Context: an optimization exercise on an open-source flow, tuned for small area, a short achievable clock period and few clock cycles per item. The choices shown serve that exercise and are no tape-out recipe. Only simulation tests tie the RTL to the original design; equivalence was not proved. No run shown here takes its clock network from TritonCTS; it comes from the design's own scripts or RTL. The flow treats the clock pin as an ideal source. Dropping or thinning the clock tree relies on that and would not hold on a real chip. No activity file was given, so power comes from the tool's default toggle rates.

==> design/flow/design.v <==
module h16_bfly (
    input  wire        clk,
    input  wire        rst,
    input  wire        in_valid,
    input  wire [15:0] in_a,
    input  wire [15:0] in_b,
    input  wire        in_half,
    output reg         out_valid,
    output reg  [15:0] out_sum,
    output reg  [15:0] out_diff
);
    localparam [1:0] K_NUM = 2'd0, K_ZERO = 2'd1, K_INF = 2'd2, K_NAN = 2'd3;
    reg        v0, h0;
    reg [15:0] a0, b0;
    always @(posedge clk) begin
        a0 <= in_a;
        b0 <= in_b;
        h0 <= in_half;
        v0 <= in_valid & ~rst;
    end
    function automatic [1:0] gteq(input [14:0] x, input [14:0] y);
        reg [1:0] r;
        integer i;
        begin
            r = 2'b01;
            for (i = 0; i < 15; i = i + 1)
                r = {(x[i] & ~y[i]) | (~(x[i] ^ y[i]) & r[1]), ~(x[i] ^ y[i]) & r[0]};
            gteq = r;
        end
    endfunction
    wire       sa = a0[15], sb = b0[15];
    wire [7:0] ea = a0[14:7], eb = b0[14:7];
    wire       a_sub = ea == 8'd0, b_sub = eb == 8'd0;
    wire       a_max = &ea, b_max = &eb;
    wire       a_nan = a_max && (a0[6:0] != 7'd0);
    wire       b_nan = b_max && (b0[6:0] != 7'd0);
    wire       a_inf = a_max && (a0[6:0] == 7'd0);
    wire       b_inf = b_max && (b0[6:0] == 7'd0);
    wire [7:0] ma = {~a_sub, a0[6:0]}, mb = {~b_sub, b0[6:0]};
    wire [7:0] xa = {ea[7:1], ea[0] | a_sub}, xb = {eb[7:1], eb[0] | b_sub};
    wire [1:0] cmp  = gteq(b0[14:0], a0[14:0]);
    wire       swap = cmp[1];
    wire       same = cmp[0];
    wire       zz   = same && (a0[14:0] == 15'd0);
    wire [7:0] mx   = swap ? mb : ma;
    wire [7:0] my   = swap ? ma : mb;
    wire [7:0] xx   = swap ? xb : xa;
    wire [7:0] xy   = swap ? xa : xb;
    wire [7:0] d    = xx - xy;
    wire [3:0] ds   = d[3:0] | {4{d[7:4] != 4'd0}};
    wire [7:0] lim  = xx - {7'd0, h0};
    wire       add_sum = sa == sb;
    wire       s_sgn = swap ? sb : sa;
    wire       d_sgn = swap ? ~sb : sa;
    wire       nan_in = a_nan | b_nan;
    reg  [1:0] s_kind, d_kind;
    reg        s_sg, d_sg;
    always @* begin
        s_sg = s_sgn;
        d_sg = d_sgn;
        if (nan_in || (a_inf && b_inf && !add_sum)) begin
            s_kind = K_NAN;  s_sg = 1'b0;
        end else if (a_inf) begin
            s_kind = K_INF;  s_sg = sa;
        end else if (b_inf) begin
            s_kind = K_INF;  s_sg = sb;
        end else if (zz || (same && !add_sum)) begin
            s_kind = K_ZERO; s_sg = sa & sb;
        end else begin
            s_kind = K_NUM;
        end
        if (nan_in || (a_inf && b_inf && add_sum)) begin
            d_kind = K_NAN;  d_sg = 1'b0;
        end else if (a_inf) begin
            d_kind = K_INF;  d_sg = sa;
        end else if (b_inf) begin
            d_kind = K_INF;  d_sg = ~sb;
        end else if (zz || (same && add_sum)) begin
            d_kind = K_ZERO; d_sg = sa & ~sb;
        end else begin
            d_kind = K_NUM;
        end
    end
    reg        v1, add_sum1, s_sg1, d_sg1;
    reg [1:0]  s_kind1, d_kind1;
    reg [7:0]  mx1, my1, lim1;
    reg [3:0]  ds1;
    always @* begin
        v1 = v0;
        add_sum1 = add_sum;
        s_sg1 = s_sg;  d_sg1 = d_sg;
        s_kind1 = s_kind;  d_kind1 = d_kind;
        mx1 = mx;  my1 = my;  lim1 = lim;  ds1 = ds;
    end
    wire [21:0] sh  = {my1, 3'b000, 11'd0} >> ds1;
    wire [11:0] opy = {1'b0, sh[21:12], sh[11] | (sh[10:0] != 11'd0)};
    wire [11:0] opx = {1'b0, mx1, 3'b000};
    wire [11:0] ra  = opx + opy;
    wire [11:0] rs  = opx - opy;
    reg        v2, add_sum2, s_sg2, d_sg2;
    reg [1:0]  s_kind2, d_kind2;
    reg [7:0]  lim2;
    reg [10:0] ra2;
    reg [10:0] rs2;
    always @(posedge clk) begin
        v2 <= v1 & ~rst;
        add_sum2 <= add_sum1;
        s_sg2 <= s_sg1;  d_sg2 <= d_sg1;
        s_kind2 <= s_kind1;  d_kind2 <= d_kind1;
        lim2 <= lim1;
        ra2 <= {ra[11:2], ra[1:0] != 2'd0};
        rs2 <= rs[10:0];
    end
    wire        la2 = ~ra2[10] & (lim2 != 8'd0);
    wire [10:0] nax = la2 ? {ra2[9:0], 1'b0} : ra2;
    wire [9:0]  na2 = {nax[10:2], nax[1:0] != 2'd0};
    wire [11:0] mk  = (lim2 > 8'd11) ? 12'd0 : (12'h800 >> lim2[3:0]);
    wire [11:0] rm  = {1'b0, rs2[10:0]} | mk;
    reg  [3:0]  ls2;
    integer k;
    always @* begin
        ls2 = 4'd0;
        for (k = 0; k < 12; k = k + 1)
            if (rm[k]) ls2 = 4'd11 - k[3:0];
    end
    function automatic [8:0] inc9(input [8:0] x, input c);
        reg [8:0] p;
        integer i;
        begin
            p[0] = 1'b1;
            for (i = 1; i < 9; i = i + 1)
                p[i] = p[i-1] & x[i-1];
            inc9 = x ^ (p & {9{c}});
        end
    endfunction
    function automatic [15:0] rnd_enc(input [8:0] e, input [8:0] n);
        reg up;
        reg [8:0] f;
        begin
            up = n[1] & (n[2] | n[0]);
            f  = inc9({1'b0, n[8:2], 1'b1}, up);
            rnd_enc = {e + {8'd0, f[8]}, f[7:1]};
        end
    endfunction
    wire [8:0]  exa  = {1'b0, lim2} + {{8{la2 & ~na2[9]}}, la2 ^ na2[9]};
    wire [15:0] enca = rnd_enc(exa, na2[8:0]);
    wire [14:0] encf = (enca[15] | (&enca[14:7])) ? 15'h7F80 : enca[14:0];
    wire [11:0] ns   = {1'b0, rs2} << ls2;
    wire [8:0]  exs  = ({1'b0, lim2} + 9'd1 - {5'd0, ls2}) & {9{ns[11]}};
    wire [15:0] encs = rnd_enc(exs, {ns[10:3], ns[2:0] != 3'd0});
    function automatic [15:0] fin(input [1:0] kind, input sg, input [14:0] enc);
        reg isnum;
        begin
            isnum = kind == K_NUM;
            fin[15]   = sg;
            fin[14:7] = isnum ? enc[14:7] : {8{kind[1]}};
            fin[6:0]  = isnum ? enc[6:0] : {kind == K_NAN, 6'd0};
        end
    endfunction
    always @(posedge clk) begin
        if (rst) out_valid <= 1'b0;
        else     out_valid <= v2;
        out_sum  <= fin(s_kind2, s_sg2, add_sum2 ? encf : encs[14:0]);
        out_diff <= fin(d_kind2, d_sg2, add_sum2 ? encs[14:0] : encf);
    end
endmodule
==> design/flow/flow/run.sh <==
#!/bin/bash
# Layout flow:
# - synthesis: ORFS's own synthesis script (as standard.sh runs it), but with
#   ABC's area script replaced by flow/area.abc (AIG resynthesis with
#   &deepsyn, then chained dch/map/mfs2 passes aimed at 2.7 ns) and without adder-cell
#   extraction, so ABC maps the arithmetic itself; the registers come out
#   the same as in the standard synthesis;
# - plain buf_2 cells as the port buffers in place of the delay buffers the
#   placer picks by default (every port still gets one);
# - after CTS, a one-level clock tree (flow/mycts.tcl): the clock port drives
#   four clkbuf_16 cells, each feeding one cluster of registers; registers
#   are moved between clusters while that lowers the largest clock slew;
#   then gates on register-to-register paths slower than the output paths
#   are sized up (repair_timing with a setup margin, sizing only).
set -euo pipefail
rm -rf myscripts
cp -r "$FLOW_HOME/scripts" myscripts
cp flow/area.abc myscripts/abc_area.script
bash standard.sh SCRIPTS_DIR="$PWD/myscripts" ADDER_MAP_FILE= synth > synth.log 2>&1
bash standard.sh \
  BUFFER_PORTS_ARGS="-buffer_cell sky130_fd_sc_hd__buf_2" \
  CTS_ARGS="-sink_clustering_enable -repair_clock_nets -dont_use_dummy_load -buf_list sky130_fd_sc_hd__clkbuf_8 -root_buf sky130_fd_sc_hd__clkbuf_16" \
  POST_CTS_TCL="$PWD/flow/mycts.tcl" \
  finish > layout.log 2>&1
==> design/flow/flow/area.abc <==
strash
&get -n
&deepsyn -J 300 -T 60
&put
dch -f
map -D 2700
mfs2
strash
dch -f
map -D 2700
topo
stime -c
buffer -c
upsize -c -D 2700
dnsize -c -D 2700
==> design/flow/flow/mycts.tcl <==
# Replace the clock tree that CTS built with a one-level tree: the clock port
# drives NBUF clkbuf_16 cells, each driving the registers of one cluster
# (k-means on the register locations). All registers get the same tree depth.
set nbuf 4
set db [ord::get_db]
set block [ord::get_db_block]
set clk [$block findNet clk]
set bufmaster [$db findMaster sky130_fd_sc_hd__clkbuf_16]

# walk the clock network from the port
set sinks {}
set tree_insts {}
set tree_nets {}
set todo [list $clk]
while {[llength $todo] > 0} {
  set net [lindex $todo 0]
  set todo [lrange $todo 1 end]
  foreach it [$net getITerms] {
    if {![$it isInputSignal]} { continue }
    set inst [$it getInst]
    set mname [[$inst getMaster] getName]
    if {[regexp {__df} $mname]} {
      lappend sinks $it
    } elseif {[regexp {__(clkbuf|clkinv|buf|inv)} $mname]} {
      lappend tree_insts $inst
      foreach ot [$inst getITerms] {
        if {[$ot isOutputSignal] && [$ot getNet] ne "NULL"} {
          lappend todo [$ot getNet]
          lappend tree_nets [$ot getNet]
        }
      }
    } else {
      puts "mycts: unexpected clock load [$inst getName] $mname"
      exit 1
    }
  }
}
puts "mycts: [llength $sinks] register clock pins, removing [llength $tree_insts] tree cells"

# register locations
set pts {}
foreach it $sinks {
  set bb [[$it getInst] getBBox]
  lappend pts [list [expr {([$bb xMin] + [$bb xMax]) / 2.0}] [expr {([$bb yMin] + [$bb yMax]) / 2.0}]]
}
# take the tree apart
foreach it $sinks { $it disconnect }
foreach inst $tree_insts { odb::dbInst_destroy $inst }
foreach net $tree_nets { odb::dbNet_destroy $net }

# k-means on the register locations, seeded at the quadrant centres of
# their bounding box (nbuf = 4)
set n [llength $pts]
set xs [lsort -real [lmap p $pts {lindex $p 0}]]
set ys [lsort -real [lmap p $pts {lindex $p 1}]]
set x0 [lindex $xs 0]; set x1 [lindex $xs end]
set y0 [lindex $ys 0]; set y1 [lindex $ys end]
set cen {}
for {set k 0} {$k < $nbuf} {incr k} {
  set fx [expr {($k % 2) ? 0.75 : 0.25}]
  set fy [expr {(($k / 2) % 2) ? 0.75 : 0.25}]
  lappend cen [list [expr {$x0 + $fx * ($x1 - $x0)}] [expr {$y0 + $fy * ($y1 - $y0)}]]
}
proc dist {p c} { expr {abs([lindex $p 0] - [lindex $c 0]) + abs([lindex $p 1] - [lindex $c 1])} }
proc centres {pts asg nbuf cen} {
  for {set k 0} {$k < $nbuf} {incr k} {
    set sx 0; set sy 0; set m 0
    foreach p $pts a $asg {
      if {$a == $k} { set sx [expr {$sx + [lindex $p 0]}]; set sy [expr {$sy + [lindex $p 1]}]; incr m }
    }
    if {$m > 0} { lset cen $k [list [expr {$sx / $m}] [expr {$sy / $m}]] }
  }
  return $cen
}
set asg [lrepeat $n 0]
for {set iter 0} {$iter < 50} {incr iter} {
  for {set j 0} {$j < $n} {incr j} {
    set p [lindex $pts $j]
    set best 0; set bd 1e30
    for {set k 0} {$k < $nbuf} {incr k} {
      set dd [dist $p [lindex $cen $k]]
      if {$dd < $bd} { set bd $dd; set best $k }
    }
    lset asg $j $best
  }
  set cen [centres $pts $asg $nbuf $cen]
}
set cap [expr {($n + $nbuf - 1) / $nbuf + 2}]
for {set guard 0} {$guard < 1000} {incr guard} {
  set cnt [lrepeat $nbuf 0]
  foreach a $asg { lset cnt $a [expr {[lindex $cnt $a] + 1}] }
  set big -1
  for {set k 0} {$k < $nbuf} {incr k} { if {[lindex $cnt $k] > $cap} { set big $k; break } }
  if {$big < 0} { break }
  set bj -1; set bk -1; set bc 1e30
  for {set j 0} {$j < $n} {incr j} {
    if {[lindex $asg $j] != $big} { continue }
    set p [lindex $pts $j]
    set d0 [dist $p [lindex $cen $big]]
    for {set k 0} {$k < $nbuf} {incr k} {
      if {$k == $big || [lindex $cnt $k] >= $cap} { continue }
      set c [expr {[dist $p [lindex $cen $k]] - $d0}]
      if {$c < $bc} { set bc $c; set bj $j; set bk $k }
    }
  }
  lset asg $bj $bk
  set cen [centres $pts $asg $nbuf $cen]
}

for {set k 0} {$k < $nbuf} {incr k} {
  set inst [odb::dbInst_create $block $bufmaster "clkbuf_leaf_$k"]
  set net [odb::dbNet_create $block "clknet_leaf_$k"]
  $net setSigType CLOCK
  [$inst findITerm A] connect $clk
  [$inst findITerm X] connect $net
  set c [lindex $cen $k]
  $inst setLocation [expr {int([lindex $c 0])}] [expr {int([lindex $c 1])}]
  $inst setPlacementStatus PLACED
  set m 0
  for {set j 0} {$j < $n} {incr j} {
    if {[lindex $asg $j] == $k} { [lindex $sinks $j] connect $net; incr m }
  }
  puts "mycts: clkbuf_leaf_$k drives $m registers"
}
$clk setSigType CLOCK
detailed_placement
estimate_parasitics -placement

# the largest clock-pin slew on each leaf net (placement estimate)
proc leaf_slews {nbuf} {
  set res {}
  for {set k 0} {$k < $nbuf} {incr k} {
    set w 0
    foreach pin [get_pins -of_objects [get_nets clknet_leaf_$k] -filter "direction==input"] {
      foreach edge {rise fall} {
        set s [sta::time_ui_sta [get_property $pin slew_max_$edge]]
        if {$s > $w} { set w $s }
      }
    }
    lappend res $w
  }
  return $res
}
# move registers from the leaf with the slowest slew to the one with the
# fastest, nearest first, while that lowers the largest slew
set leafnets {}
for {set k 0} {$k < $nbuf} {incr k} { lappend leafnets [$block findNet clknet_leaf_$k] }
set sl [leaf_slews $nbuf]
puts "mycts: leaf slews [lmap v $sl {format %.1f [expr {$v * 1e12}]}] ps"
for {set step 0} {$step < 40} {incr step} {
  set hi 0; set lo 0
  for {set k 1} {$k < $nbuf} {incr k} {
    if {[lindex $sl $k] > [lindex $sl $hi]} { set hi $k }
    if {[lindex $sl $k] < [lindex $sl $lo]} { set lo $k }
  }
  set bj -1; set bc 1e30
  for {set j 0} {$j < $n} {incr j} {
    if {[lindex $asg $j] != $hi} { continue }
    set p [lindex $pts $j]
    set c [expr {[dist $p [lindex $cen $lo]] - [dist $p [lindex $cen $hi]]}]
    if {$c < $bc} { set bc $c; set bj $j }
  }
  if {$bj < 0} { break }
  set it [lindex $sinks $bj]
  $it disconnect
  $it connect [lindex $leafnets $lo]
  lset asg $bj $lo
  estimate_parasitics -placement
  set sl2 [leaf_slews $nbuf]
  if {[tcl::mathfunc::max {*}$sl2] >= [tcl::mathfunc::max {*}$sl]} {
    # no better: undo and stop
    $it disconnect
    $it connect [lindex $leafnets $hi]
    lset asg $bj $hi
    estimate_parasitics -placement
    break
  }
  set sl $sl2
  puts "mycts: moved [[$it getInst] getName] from leaf $hi to leaf $lo; leaf slews [lmap v $sl {format %.1f [expr {$v * 1e12}]}] ps"
}
check_placement -verbose
estimate_parasitics -placement
report_clock_latency
report_clock_skew
set worst 0
foreach pin [all_registers -clock_pins -edge_triggered] {
  foreach edge {rise fall} {
    set s [sta::time_ui_sta [get_property $pin slew_max_$edge]]
    if {$s > $worst} { set worst $s }
  }
}
puts "mycts: largest register clock-pin slew (placement estimate) [expr {$worst * 1e12}] ps"

# Size up cells on the register-to-register paths that are slower than the
# paths to the outputs (which set the period): aim for the slack those
# already have at this clock. Sizing only; no buffers.
set margin 15.37
puts "mycts: repair_timing -setup -setup_margin $margin"
repair_timing -setup -setup_margin $margin -sequence sizeup,swap -skip_last_gasp
detailed_placement
check_placement -verbose
estimate_parasitics -placement
report_worst_slack -max
==> design/flow/standard.sh <==
#!/bin/bash
# synth_recipe.tcl (not shown) runs the flow's synth.tcl, then flattens the netlist and writes it again
# the make line also repeats each setting of config.mk as NAME=value (left out here)
make -C /OpenROAD-flow-scripts/flow DESIGN_CONFIG=/design/flow/config.mk WORK_HOME=/design/flow/orfs CLKGATE_MAP_FILE= SYNTH_SCRIPT=/design/flow/synth_recipe.tcl "${@:-finish}"
==> design/flow/config.mk <==
export PLATFORM = sky130hd
export DESIGN_NAME = h16_bfly
export DESIGN_NICKNAME = h16_bfly
export VERILOG_FILES = /design/flow/design.v
export SDC_FILE = /design/flow/constraint.sdc
export NUM_CORES = 4
export LEC_CHECK = 0
export ABC_AREA = 1
export CAP_MARGIN = 20
export CORE_MARGIN = 2
export CORE_UTILIZATION = 55
export SLEW_MARGIN = 20
==> design/flow/constraint.sdc <==
create_clock -name core_clock -period 20.0 [get_ports {clk}]
set_input_delay 4.0000 -clock core_clock [delete_from_list [all_inputs] [get_ports {clk}]]
set_output_delay 4.0000 -clock core_clock [all_outputs]
set_load 0.01 [all_outputs]
==> results.sh, run 1 <==
export IMPL_first_pass_iters=5
export IMPL_p_per_area_nw_per_um2=110.2
export IMPL_netlist_instances=866
export IMPL_grt_max_degree=51
export IMPL_ys_warn_count=1
export IMPL_vias=5911
export IMPL_stdcell_area_sq_um=6725
export IMPL_dp_hpwl_mm=12.46
export IMPL_crit_chain="buf_2"
export IMPL_antenna_cells=0
export IMPL_num_nets_final=970
export IMPL_hold_viol=0
export IMPL_cp_top_family="flip-flops"
export IMPL_drv_slew=0
export IMPL_cp_num_buf_inv=1
export IMPL_place_area_sq_um=6484
export IMPL_area_delta_synth_final_pct=12.10
export IMPL_dieArea_sq_um=11760
export IMPL_end_kind="primary output"
export IMPL_layout_commonest_cell="nand2_1"
export IMPL_multi_input_area_sq_um=3471
export IMPL_yosysUniqueCellTypes=60
export IMPL_fin_worst_skew_ns=0.007950
export IMPL_die_h_um=108.4
export IMPL_drc=0
export IMPL_worstPathRequired_ns=16.00
export IMPL_rsz0062_at_grt="no"
export IMPL_clock_latency_ns=0.16
export IMPL_ios=69
export IMPL_synthArstFlopShare_pct=0
export IMPL_tns_ns=0
export IMPL_relSlewSlack_pct=43.97
export IMPL_critPathMaxFanout=1
export IMPL_n_fill_cell=1036
export IMPL_drv_cap=0
export IMPL_worst_slew_pin_slew_ns=0.8340
export IMPL_drive_above_1_share_pct=15.99
export IMPL_hold_start="d_sg2$_SDFF_PP0_"
export IMPL_synth_edf_count=0
export IMPL_grt_pass1_vias=5360
export IMPL_yosysTopAreaCell="dfxtp_1"
export IMPL_p_leak_nw=3.185
export IMPL_seqCellArea_sq_um=2108
export IMPL_fmax_mhz=216.7
export IMPL_slowest_stage="dfxtp_1"
export IMPL_ir_drop_uv=79.79
export IMPL_grt_first_pass_wirelength_mm=25.29
export IMPL_wire_per_inst_um=14.46
export IMPL_ys_flop_type="dfxtp_1"
export IMPL_grt_remaining_overflow=0
export IMPL_coreArea_sq_um=10750
export IMPL_cpPeakStageDelay_ns=0.33
export IMPL_synth_area_sq_um=6000
export IMPL_drtAntennaViolNets=0
export IMPL_synth_top_area_share_pct=35.04
export IMPL_start_kind="flop"
export IMPL_port_buffers=68
export IMPL_fin_hold_ws_ns=0.3445
export IMPL_min_period_ns=4.615
export IMPL_reg2reg_from="a0[2]$_DFF_P_"
export IMPL_syn_area_per_cell_sq_um=6.928
export IMPL_hp_class="reg -> reg"
export IMPL_vias_per_cell=5.514
export IMPL_fp_dieW_um=108.4
export IMPL_crit_type="reg -> out"
export IMPL_worstPathArrival_ns=0.62
export IMPL_syn_nets=902
export IMPL_gp_congestion=0.9702
export IMPL_clkTransAtPathRegs_ns=0.10
export IMPL_synth_area_top_cells="dfxtp_1 35%, nand2_1 9.8%, inv_1 8.0%"
export IMPL_track_usage_pct=26.82
export IMPL_synth_ff_latch_count=105
export IMPL_min_period_over_period_pct=23.08
export IMPL_first_iter_violations=338
export IMPL_rows=38
export IMPL_layout_common_cells="153 x nand2_1, 126 x inv_1, 113 x nor2_1"
export IMPL_start_util_pct=55.83
export IMPL_report_power_total_mw=0.7413
export IMPL_status="complete, no violations"
export IMPL_antenna_found_initial=0
export IMPL_cp_startpoint="out_sum[11]$_DFF_P_"
export IMPL_wl_mm=15.50
export IMPL_clkSinkCount=105
export IMPL_setup_viol_count_final=0
export IMPL_yosysSeqAreaShare_pct=35.04
-- cells in the mapped netlist (3+ instances only) --
library cell,count
nand2_1,156
inv_1,128
nor2_1,114
dfxtp_1,105
o21ai_0,53
nand3_1,41
a21oi_1,36
xor2_1,23
o21ai_1,21
o22ai_1,19
a22oi_1,15
xnor2_1,15
nor3_1,13
a31oi_1,10
o211ai_1,10
nand2_2,9
nand4_1,7
nor4_1,7
o221ai_1,7
or2_2,7
clkbuf_1,4
nor2_2,4
o21a_1,4
o31ai_1,4
inv_2,3
nand3_2,3
nor2_4,3
o211ai_2,3
o21ai_2,3
-- final timing paths --
| check | slack [ns] | cells after the start | endpoint |
|---|---|---|---|
| max | 15.38 | 1 | out_sum[11] |
| max reg2reg | 15.59 | 24 | rs2[9]$_DFF_P_ |
| min reg2reg | 0.34 | 0 | out_diff[15]$_DFF_P_ |
| min | 0.34 | 0 | out_diff[15]$_DFF_P_ |
-- cells by family (layout without fill, tap and decap cells) --
| kind of cell | after synthesis | in the layout | synth area share, % |
|---|---|---|---|
| buffers and inverters | 140 | 206 | 9.051 |
| and+or+nand+nor | 374 | 374 | 27.92 |
| xor gates and xnor gates | 38 | 38 | 5.547 |
| DFF | 105 | 105 | 35.04 |
| AOI/OAI and AO/OA | 209 | 209 | 22.44 |
-- state kept, by name, summed over array words and instances (netlist names) --
name / count
v2: 1
d_sg2: 1
s_sg2: 1
ra2: 11
lim2: 8
out_sum: 16
a0: 16
d_kind2: 2
out_diff: 16
s_kind2: 2
add_sum2: 1
b0: 16
out_valid: 1
h0: 1
v0: 1
rs2: 11
-- stage by stage --
| stage | worst slack [ns] | utilization (%) | std cells |
|---|---|---|---|
| 2_1_floorplan | 15.67 | - | 866 |
| 3_3_place_gp | 15.34 | 60.34 | 1067 |
| 3_5_place_dp | 15.16 | 60.34 | 1067 |
| 5_1_grt | 15.13 | 62.59 | 1072 |
| 6_report | 15.38 | 62.59 | 1072 |
-- power breakdown --
group / switching (mW) / internal (mW)
Clock: 0.0507 / 0.0368
Sequential: 0.0285 / 0.260
Combinational: 0.231 / 0.135
Total: 0.310 / 0.431
-- per-layer routing --
metal | GRT usage (%) | part of all wire (%) | vias to the layer above
li1 | - | - | 3013
met1 | 34.31 | 43 | 2674
met2 | 47.63 | 49 | 200
met3 | 3.556 | 5.8 | 24
met4 | 6.502 | 2.1 | 0
met5 | 0 | 0 | -
-- area by class of cell --
type / count / share of cell area, %
buffer: 4 / 1.488
inverter: 132 / 7.367
timing repair buffer: 70 / 5.581
tap: 140 / 2.605
multi-input combinational: 621 / 51.61
sequential: 105 / 31.35
Testbench counts, summed over its fixed seeds: cycles 24,024, items 24,000.
==> run 2: changes to the inputs <==
--- a/design/flow/flow/run.sh
+++ b/design/flow/flow/run.sh
@@ -13,3 +13,4 @@
 #   then gates on register-to-register paths slower than the output paths
-#   are sized up (repair_timing with a setup margin, sizing only).
+#   get their gate inputs swapped (repair_timing with a setup margin, pin
+#   swaps only).
 set -euo pipefail
--- a/design/flow/flow/mycts.tcl
+++ b/design/flow/flow/mycts.tcl
@@ -195,6 +195,6 @@
 # paths to the outputs (which set the period): aim for the slack those
-# already have at this clock. Sizing only; no buffers.
+# already have at this clock. Pin swaps only: no cell changes size.
 set margin 15.37
 puts "mycts: repair_timing -setup -setup_margin $margin"
-repair_timing -setup -setup_margin $margin -sequence sizeup,swap -skip_last_gasp
+repair_timing -setup -setup_margin $margin -sequence swap -skip_last_gasp
 detailed_placement
==> run 2 against run 1 <==
Against the previous run:
- worst hold slack is essentially flat
- flip-flop and latch count is the same
- global-route usage shrank 0.18 points
- cell area shrank 1.7%
- critical path type unchanged
- critical endpoint unchanged
==> results.sh, run 2 <==
export IMPL_status="complete, no violations"
export IMPL_drc=0
export IMPL_first_pass_iters=7
export IMPL_p_leak_nw=3.168
export IMPL_rsz0062_at_grt="no"
export IMPL_clkTransAtPathRegs_ns=0.10
export IMPL_area_delta_synth_final_pct=10.20
export IMPL_min_period_ns=4.614
export IMPL_grt_remaining_overflow=0
export IMPL_worst_slew_pin_slew_ns=0.8582
export IMPL_seqCellArea_sq_um=2102
export IMPL_synth_top_area_share_pct=35.04
export IMPL_dp_cells=1067
export IMPL_hp_class="reg -> reg"
export IMPL_drtAntennaViolNets=0
export IMPL_yosysTopAreaCell="dfxtp_1"
export IMPL_first_iter_violations=350
export IMPL_ys_flop_type="dfxtp_1"
export IMPL_drv_cap=0
export IMPL_antenna_cells=0
export IMPL_fp_dieW_um=108.4
export IMPL_multi_input_area_sq_um=3363
export IMPL_cpPeakStageDelay_ns=0.33
export IMPL_yosysUniqueCellTypes=60
export IMPL_ios=69
export IMPL_yosysSeqAreaShare_pct=35.04
export IMPL_slowest_stage="dfxtp_1"
export IMPL_worstPathArrival_ns=0.61
export IMPL_die_h_um=108.4
export IMPL_ys_warn_count=1
export IMPL_synthArstFlopShare_pct=0
export IMPL_setup_viol_count_final=0
export IMPL_synth_ff_latch_count=105
export IMPL_critPathMaxFanout=1
export IMPL_end_kind="primary output"
export IMPL_fmax_mhz=216.7
export IMPL_drv_slew=0
export IMPL_synth_edf_count=0
export IMPL_num_nets_final=970
export IMPL_ir_drop_uv=79.19
export IMPL_wl_mm=15.35
export IMPL_synth_area_top_cells="dfxtp_1 35%, nand2_1 9.8%, inv_1 8.0%"
export IMPL_n_fill_cell=1046
export IMPL_p_per_area_nw_per_um2=111.0
export IMPL_syn_area_per_cell_sq_um=6.928
export IMPL_preCtsSetupSlack_ns=15.16
export IMPL_min_period_over_period_pct=23.07
export IMPL_hold_viol=0
export IMPL_grt_max_degree=51
export IMPL_fin_worst_skew_ns=0.008104
export IMPL_layout_common_cells="156 x nand2_1, 128 x inv_1, 114 x nor2_1"
export IMPL_cp_num_buf_inv=1
export IMPL_tns_ns=0
export IMPL_clock_latency_ns=0.16
export IMPL_place_area_sq_um=6484
export IMPL_setup_slack_ns=15.39
export IMPL_grt_first_pass_wirelength_mm=25.13
export IMPL_antenna_found_initial=0
export IMPL_cp_top_family="flip-flops"
export IMPL_netlist_instances=866
export IMPL_layout_commonest_cell="nand2_1"
export IMPL_crit_type="reg -> out"
export IMPL_instances_no_fill=1072
export IMPL_yosysMostFrequentCell="nand2_1"
export IMPL_track_usage_pct=26.64
export IMPL_stdcell_area_sq_um=6611
export IMPL_synth_area_sq_um=6000
export IMPL_start_util_pct=55.83
export IMPL_wire_per_inst_um=14.32
export IMPL_vias_per_cell=5.508
export IMPL_drive_above_1_share_pct=13.30
export IMPL_clkSinkCount=105
export IMPL_crit_chain="buf_2"
export IMPL_port_buffers=68
export IMPL_dp_hpwl_mm=12.46
export IMPL_coreArea_sq_um=10750
export IMPL_vias=5905
export IMPL_syn_nets=902
export IMPL_grt_pass1_vias=5347
export IMPL_netlist_top_cells_count="156 x nand2_1, 128 x inv_1, 114 x nor2_1"
export IMPL_gp_congestion=0.9702
export IMPL_dieArea_sq_um=11760
export IMPL_start_kind="flop"
export IMPL_rows=38
export IMPL_worstPathRequired_ns=16.00
export IMPL_relSlewSlack_pct=42.34
==> run 2: cell counts after synthesis <==
Identical to the previous run, type by type.
==> run 2: where the power goes <==
part	total [mW]	internal, mW	switching [mW]
combinational	0.358	0.132	0.226
clock	0.0876	0.0368	0.0508
sequential	0.288	0.260	0.0284
total	0.734	0.429	0.306
==> run 2: worst paths after layout <==
path                                              to           startpoint  slack, ns  cells after the start
worst min register to register  out_diff[15]$_DFF_P_     d_sg2$_SDFF_PP0_       0.34                      0
worst max-delay path                     out_sum[11]  out_sum[11]$_DFF_P_      15.39                      1
worst max register to register        rs2[9]$_DFF_P_        b0[2]$_DFF_P_      15.41                     27
worst min-delay path            out_diff[15]$_DFF_P_     d_sg2$_SDFF_PP0_       0.34                      0
==> run 2: per-layer routing <==
| layer | GRT usage (%) | wire length, um |
|---|---|---|
| met1 | 34.52 | 6758 |
| met2 | 46.61 | 7434 |
| met3 | 3.556 | 840 |
| met4 | 6.777 | 318 |
| met5 | 0 | 0 |
==> run 2: kinds of logic (layout without fill, tap and decap cells) <==
group	count (synthesis)	after routing	synth area share, %
xor gates and xnor gates	38	38	5.547
DFF	105	105	35.04
buffers and inverters	140	206	9.051
and+or+nand+nor	374	374	27.92
AOI/OAI and AO/OA	209	209	22.44
==> run 2: cell type report <==
type / instances / share of cell area, %
Buffer: 4 / 1.514
Inverter: 132 / 7.494
Tap cell: 140 / 2.650
Timing Repair Buffer: 70 / 5.678
Multi-Input combinational cell: 621 / 50.87
Sequential cell: 105 / 31.79
==> run 2: through the flow <==
| stage | util, % | hold WS [ns] | total power [mW] |
|---|---|---|---|
| after floorplan | - | 0.3096 | 0.5500 |
| after global placement | 60.34 | 0.3102 | 0.6399 |
| after detailed placement | 60.34 | 0.3303 | 0.6458 |
| after global routing | 61.53 | 0.3553 | 0.7948 |
| final | 61.53 | 0.3446 | 0.7342 |
==> run 3: changes to the inputs <==
--- a/design/flow/flow/run.sh
+++ b/design/flow/flow/run.sh
@@ -12,5 +12,3 @@
 #   are moved between clusters while that lowers the largest clock slew;
-#   then gates on register-to-register paths slower than the output paths
-#   get their gate inputs swapped (repair_timing with a setup margin, pin
-#   swaps only).
+#   the input ports' buffers, whose paths have slack to spare, become buf_1.
 set -euo pipefail
--- a/design/flow/flow/mycts.tcl
+++ b/design/flow/flow/mycts.tcl
@@ -125,2 +125,14 @@
 $clk setSigType CLOCK
+
+# The input ports' paths have slack to spare: their buffers can be buf_1.
+set bufone [$db findMaster sky130_fd_sc_hd__buf_1]
+set nin 0
+foreach bt [$block getBTerms] {
+  if {[$bt getIoType] ne "INPUT" || [$bt getName] eq "clk"} { continue }
+  foreach it [[$bt getNet] getITerms] {
+    set inst [$it getInst]
+    if {[[$inst getMaster] getName] eq "sky130_fd_sc_hd__buf_2"} { $inst swapMaster $bufone; incr nin }
+  }
+}
+puts "mycts: $nin input port buffers made buf_1"
 detailed_placement
@@ -192,12 +204 @@
 puts "mycts: largest register clock-pin slew (placement estimate) [expr {$worst * 1e12}] ps"
-
-# Size up cells on the register-to-register paths that are slower than the
-# paths to the outputs (which set the period): aim for the slack those
-# already have at this clock. Pin swaps only: no cell changes size.
-set margin 15.37
-puts "mycts: repair_timing -setup -setup_margin $margin"
-repair_timing -setup -setup_margin $margin -sequence swap -skip_last_gasp
-detailed_placement
-check_placement -verbose
-estimate_parasitics -placement
-report_worst_slack -max
==> run 3 against run 2 <==
Against the previous run:
- routed wire length fell by 0.99%
- worst hold slack worse by 0.010 ns
- global-route usage decreased by 1.2 points
- clock skew is 0.00071 ns lower
- register-to-register slack gained 0.09 ns
- core utilization decreased by 0.62 points
- die area is 2.8% higher
- total power decreased by 3.2%
- cell count grew 2.1%
- critical path depth unchanged
==> results.sh, run 3 <==
export IMPL_layout_common_cells="171 x nand2_1, 124 x inv_1, 124 x nor2_1"
export IMPL_p_leak_nw=3.120
export IMPL_yosysSeqAreaShare_pct=34.06
export IMPL_gp_congestion=0.9303
export IMPL_seqCellArea_sq_um=2102
export IMPL_hold_start="d_sg2$_SDFF_PP0_"
export IMPL_wire_per_inst_um=13.89
export IMPL_antenna_found_initial=0
export IMPL_synth_area_top_cells="dfxtp_1 34%, nand2_1 10%, inv_1 7.5%"
export IMPL_slowest_stage="dfxtp_1"
export IMPL_ys_warn_count=1
export IMPL_min_period_ns=4.605
export IMPL_clockPowerShare_pct=12.3
export IMPL_status="complete, no violations"
export IMPL_rsz0062_at_grt="no"
export IMPL_multi_input_area_sq_um=3458
export IMPL_cpPeakStageDelay_ns=0.33
export IMPL_relSlewSlack_pct=42.55
export IMPL_start_kind="flop"
export IMPL_port_buffers=68
export IMPL_fp_dieW_um=109.9
export IMPL_cp_depth=1
export IMPL_synth_area_sq_um=6172
export IMPL_synth_edf_count=0
export IMPL_r2r_end="rs2[10]$_DFF_P_"
export IMPL_crit_chain="buf_2"
export IMPL_p_int_mw=0.4158
export IMPL_yosysTopAreaCell="dfxtp_1"
export IMPL_antenna_cells=0
export IMPL_hp_class="reg -> reg"
export IMPL_cp_top_family="flip-flops"
export IMPL_track_usage_pct=25.45
export IMPL_crit_end="out_sum[2]"
export IMPL_hold_viol=0
export IMPL_min_period_over_period_pct=23.03
export IMPL_worstPathArrival_ns=0.61
export IMPL_vias=6007
export IMPL_dp_hpwl_mm=12.47
export IMPL_tns_ns=0
export IMPL_setup_slack_ns=15.39
export IMPL_drv_slew=0
export IMPL_reg2reg_from="b0[4]$_DFF_P_"
export IMPL_first_iter_violations=344
export IMPL_drtAntennaViolNets=0
export IMPL_n_fill_cell=1031
export IMPL_fmax_mhz=217.1
export IMPL_critPathMaxFanout=1
export IMPL_first_pass_iters=6
export IMPL_grt_first_pass_wirelength_mm=24.21
export IMPL_cp_num_buf_inv=1
export IMPL_wl_mm=15.20
export IMPL_grt_remaining_overflow=0
export IMPL_vias_per_cell=5.491
export IMPL_start_util_pct=56.69
export IMPL_worst_slew_pin_slew_ns=0.8618
export IMPL_layout_commonest_cell="nand2_1"
export IMPL_netlist_instances=895
export IMPL_grt_max_degree=30
export IMPL_clock_latency_ns=0.16
export IMPL_area_delta_synth_final_pct=7.440
export IMPL_ff2ff_setup_slack_ns=15.50
export IMPL_rows=38
export IMPL_ir_drop_uv=78.20
export IMPL_drv_cap=0
export IMPL_ys_flop_type="dfxtp_1"
export IMPL_synth_ff_latch_count=105
export IMPL_drive_above_1_share_pct=11.01
export IMPL_seqPwrFrac_pct=40.0
export IMPL_drc=0
export IMPL_fin_worst_skew_ns=0.007394
export IMPL_synthArstFlopShare_pct=0
export IMPL_syn_nets=931
export IMPL_worstPathRequired_ns=16.00
export IMPL_cp_startpoint="out_sum[2]$_SDFF_PP0_"
export IMPL_coreArea_sq_um=10890
export IMPL_ff2ff_path_depth=22
export IMPL_synth_top_area_share_pct=34.06
export IMPL_p_comb_share_pct=47.7
export IMPL_preCtsSetupSlack_ns=15.58
export IMPL_clkTransAtPathRegs_ns=0.10
export IMPL_netlist_top_cells_count="171 x nand2_1, 124 x inv_1, 124 x nor2_1"
export IMPL_dieArea_sq_um=12090
export IMPL_die_h_um=109.9
export IMPL_num_nets_final=992
export IMPL_clkSinkCount=105
export IMPL_grt_pass1_vias=5397
export IMPL_ios=69
export IMPL_crit_type="reg -> out"
export IMPL_syn_area_per_cell_sq_um=6.896
export IMPL_yosysUniqueCellTypes=59
export IMPL_p_per_area_nw_per_um2=107.1
export IMPL_p_sw_share_pct=41.47
export IMPL_switchingPower_mw=0.2946
export IMPL_setup_viol_count_final=0
export IMPL_report_power_total_mw=0.7104
export IMPL_end_kind="primary output"
export IMPL_yosysMostFrequentCell="nand2_1"
[run 3: cells by family after synthesis]
logic type / count (synthesis) / synth area share (%)
AO/OA/AOI/OAI: 214 / 22.50
flip-flops: 105 / 34.06
buffers and inverters: 146 / 9.913
AND/OR/NAND/NOR: 398 / 28.99
XOR/XNOR: 32 / 4.541
[run 3: layout make-up]
class | count | area share, %
flip-flops and latches | 105 | 31.70
repair buffers | 68 | 4.472
plain buffers | 4 | 1.509
inverters | 133 | 7.528
multi-input cells | 644 | 52.15
well taps | 140 | 2.642
[run 3: power by group through the flow]
stage	logic, mW	registers, mW	clock network (mW)
floorplan	0.240	0.297	0
global placement	0.329	0.287	0
detailed placement	0.334	0.290	0
global route	0.377	0.291	0.0960
finish	0.339	0.284	0.0873
[run 3: metal layers]
metal / share of wire (%) / GRT usage (%)
met1: 41 / 29.57
met2: 49 / 45.40
met3: 5.7 / 4.268
met4: 3.8 / 11.57
met5: 0 / 0
[run 3: worst min path at each step]
| stage | end | slack [ns] | cells after the start |
|---|---|---|---|
| global route | out_diff[15]$_DFF_P_ | 0.35 | 0 |
| finish | out_diff[15]$_DFF_P_ | 0.33 | 0 |
| detailed placement | out_diff[15]$_DFF_P_ | 0.31 | 0 |
| floorplan | out_diff[15]$_DFF_P_ | 0.31 | 0 |
| global placement | out_sum[15]$_DFF_P_ | 0.34 | 0 |
[run 3: stage by stage]
step / instance area (sq um) / instances / utilization (%) / hold slack [ns]
after floorplan: 6172 / 895 / - / 0.3096
after global placement: 6575 / 1090 / 60.39 / 0.3381
after global routing: 6631 / 1094 / 60.91 / 0.3462
final: 6631 / 1094 / 60.91 / 0.3345
after detailed placement: 6575 / 1090 / 60.39 / 0.3121
==> run 4: changes to the inputs <==
--- a/design/flow/flow/area.abc
+++ b/design/flow/flow/area.abc
@@ -2,3 +2,3 @@
 &get -n
-&deepsyn -J 300 -T 60
+&deepsyn -J 300 -T 900
 &put
==> run 4 against run 3 <==
Against the previous run:
- still clean
- first-iteration DRC count increased by 0.87%
- cell area increased by 0.36%
- global-route usage up 1.6 points
- worst setup slack improved by 0.0023 ns
- area after synthesis is 0.51% lower
==> results.sh, run 4 <==
export IMPL_relSlewSlack_pct=40.48
export IMPL_drv_cap=0
export IMPL_setup_viol_count_final=0
export IMPL_grt_first_pass_wirelength_mm=25.64
export IMPL_min_period_ns=4.603
export IMPL_fin_worst_skew_ns=0.006295
export IMPL_hold_viol=0
export IMPL_syn_area_per_cell_sq_um=6.955
export IMPL_ir_drop_uv=88.76
export IMPL_synth_area_top_cells="dfxtp_1 34%, nand2_1 11%, inv_1 7.3%"
export IMPL_hp_class="reg -> reg"
export IMPL_die_h_um=109.7
export IMPL_p_per_area_nw_per_um2=95.92
export IMPL_preCtsSetupSlack_ns=15.58
export IMPL_drive_above_1_share_pct=10.91
export IMPL_status="complete, no violations"
export IMPL_ys_warn_count=1
export IMPL_ff2ff_path_depth=26
export IMPL_vias_per_cell=5.601
export IMPL_first_iter_violations=347
export IMPL_first_pass_iters=5
export IMPL_netlist_instances=883
export IMPL_layout_common_cells="178 x nand2_1, 120 x inv_1, 110 x nor2_1"
export IMPL_grt_max_degree=38
export IMPL_synth_top_area_share_pct=34.23
export IMPL_ios=69
export IMPL_setup_slack_ns=15.40
export IMPL_layout_commonest_cell="nand2_1"
export IMPL_yosysTopAreaCell="dfxtp_1"
export IMPL_vias=6071
export IMPL_crit_chain="buf_2"
export IMPL_min_period_over_period_pct=23.02
export IMPL_num_nets_final=982
export IMPL_clkSinkCount=105
export IMPL_antenna_cells=0
export IMPL_port_buffers=68
export IMPL_fin_hold_ws_ns=0.3346
export IMPL_fmax_mhz=217.2
export IMPL_track_usage_pct=27.03
export IMPL_gp_congestion=0.9313
export IMPL_syn_nets=919
export IMPL_grt_pass1_vias=5648
export IMPL_yosysMostFrequentCell="nand2_1"
export IMPL_critPathMaxFanout=1
export IMPL_synth_edf_count=0
export IMPL_coreArea_sq_um=10890
export IMPL_slowest_stage="dfxtp_1"
export IMPL_drtAntennaViolNets=0
export IMPL_clock_latency_ns=0.16
export IMPL_rows=38
export IMPL_synth_area_sq_um=6141
export IMPL_worst_slew_pin_slew_ns=0.8859
export IMPL_clkTransAtPathRegs_ns=0.09
export IMPL_min_path_cells=0
export IMPL_cpPeakStageDelay_ns=0.33
export IMPL_drv_slew=0
export IMPL_grt_remaining_overflow=0
export IMPL_p_leak_nw=3.098
export IMPL_ys_flop_type="dfxtp_1"
export IMPL_antenna_found_initial=0
export IMPL_cp_num_buf_inv=1
export IMPL_start_kind="flop"
export IMPL_rsz0062_at_grt="no"
export IMPL_synth_ff_latch_count=105
export IMPL_start_util_pct=56.40
export IMPL_worstPathRequired_ns=16.00
export IMPL_wl_mm=15.83
export IMPL_tns_ns=0
export IMPL_report_power_total_mw=0.6383
export IMPL_yosysSeqAreaShare_pct=34.23
export IMPL_yosysUniqueCellTypes=58
export IMPL_dieArea_sq_um=12030
export IMPL_end_kind="primary output"
export IMPL_netlist_top_cells_count="178 x nand2_1, 120 x inv_1, 110 x nor2_1"
export IMPL_cp_depth=1
export IMPL_area_delta_synth_final_pct=8.374
export IMPL_drc=0
export IMPL_synthArstFlopShare_pct=0
export IMPL_fp_dieW_um=109.7
export IMPL_worstPathArrival_ns=0.60
export IMPL_n_fill_cell=1023
export IMPL_ff2ff_setup_slack_ns=15.57
export IMPL_crit_type="reg -> out"
export IMPL_cp_top_family="flip-flops"
export IMPL_dp_hpwl_mm=13.07
export IMPL_wire_per_inst_um=14.61
[run 4: final timing paths]
check | from | to
max | out_diff[2]$_SDFF_PP0_ | out_diff[2]
min | d_sg2$_SDFF_PP0_ | out_diff[15]$_DFF_P_
max reg2reg | a0[4]$_DFF_P_ | rs2[9]$_DFF_P_
min reg2reg | d_sg2$_SDFF_PP0_ | out_diff[15]$_DFF_P_
[run 4: power breakdown]
group,total (mW),internal (mW),leakage (nW),switching (mW)
clock,0.0858,0.0368,0.0493,0.0490
combinational,0.275,0.0987,2.17,0.176
sequential,0.278,0.253,0.881,0.0245
[run 4: through the flow]
stage | util (%) | instances | instance area (sq um)
final | 61.12 | 1084 | 6655
after global routing | 61.12 | 1084 | 6655
after detailed placement | 60.61 | 1080 | 6599
after global placement | 60.61 | 1080 | 6599
after floorplan | - | 883 | 6141
[run 4: layer usage]
metal / up-vias / track usage [%] / part of all wire [%]
met5: - / 0 / 0
met4: 0 / 11.12 / 3.2
met3: 35 / 3.497 / 4.8
met2: 205 / 49.60 / 50
met1: 2762 / 31.48 / 42
li1: 3069 / - / -
[run 4: cell families after synthesis]
| family | Yosys count | share of synthesized area, % |
|---|---|---|
| compound gates | 196 | 21.17 |
| simple gates | 412 | 31.30 |
| mux | 2 | 0.3260 |
| buf+inv | 138 | 8.700 |
| xor+xnor | 30 | 4.279 |
| flops | 105 | 34.23 |
[run 4: worst register-to-register path, delay by kind of cell, from the launching register on]
kind / cells / cell delay (ns)
AND/OR/NAND/NOR: 10 / 1.35
buffers and inverters: 1 / 0.09
AO/OA/AOI/OAI: 15 / 2.53
flip-flops: 1 / 0.36
[run 4: final cells by class]
class | count | area, sq um | area share, %
Inverter | 127 | 476.7 | 7.163
Tap cell | 140 | 175.2 | 2.632
Timing Repair Buffer | 68 | 296.5 | 4.456
Buffer | 4 | 100.1 | 1.504
Sequential cell | 105 | 2102 | 31.58
Multi-Input combinational cell | 640 | 3505 | 52.66

## afterwards: timing with drivers on the ports
In the flow no input, the clock included, has a driving cell. The finished layouts below were timed again as built, in two steps.
Step 1: set_driving_cell puts a clkbuf_16 on clk and a buf_2 on each other input, an assumption about the parent block.
Step 2 also shifts input and output timing later by t, the mid clock arrival at the registers, as if the neighbouring blocks saw the same clock.
a / b / c = ideal / step 1 / step 2; a / b = the first two.
| run | t (ns) | slack for setup (ns) | worst hold slack (ns) | worst setup path at the end | worst slew at a driven data input, ns |
|---|---|---|---|---|---|
| run 1 | 0.245 | 15.385 / 15.297 / 15.542 | 0.344 / 0.344 / 0.344 | register to output | 0.03 |
| run 2 | 0.245 | 15.386 / 15.299 / 15.413 | 0.345 / 0.345 / 0.345 | register to register | 0.03 |
| run 3 | 0.248 | 15.394 / 15.303 / 15.497 | 0.334 / 0.334 / 0.334 | register to register | 0.03 |
| run 4 | 0.244 | 15.397 / 15.308 / 15.552 | 0.335 / 0.335 / 0.335 | register to output | 0.04 |
After both steps every run listed still meets setup and hold.
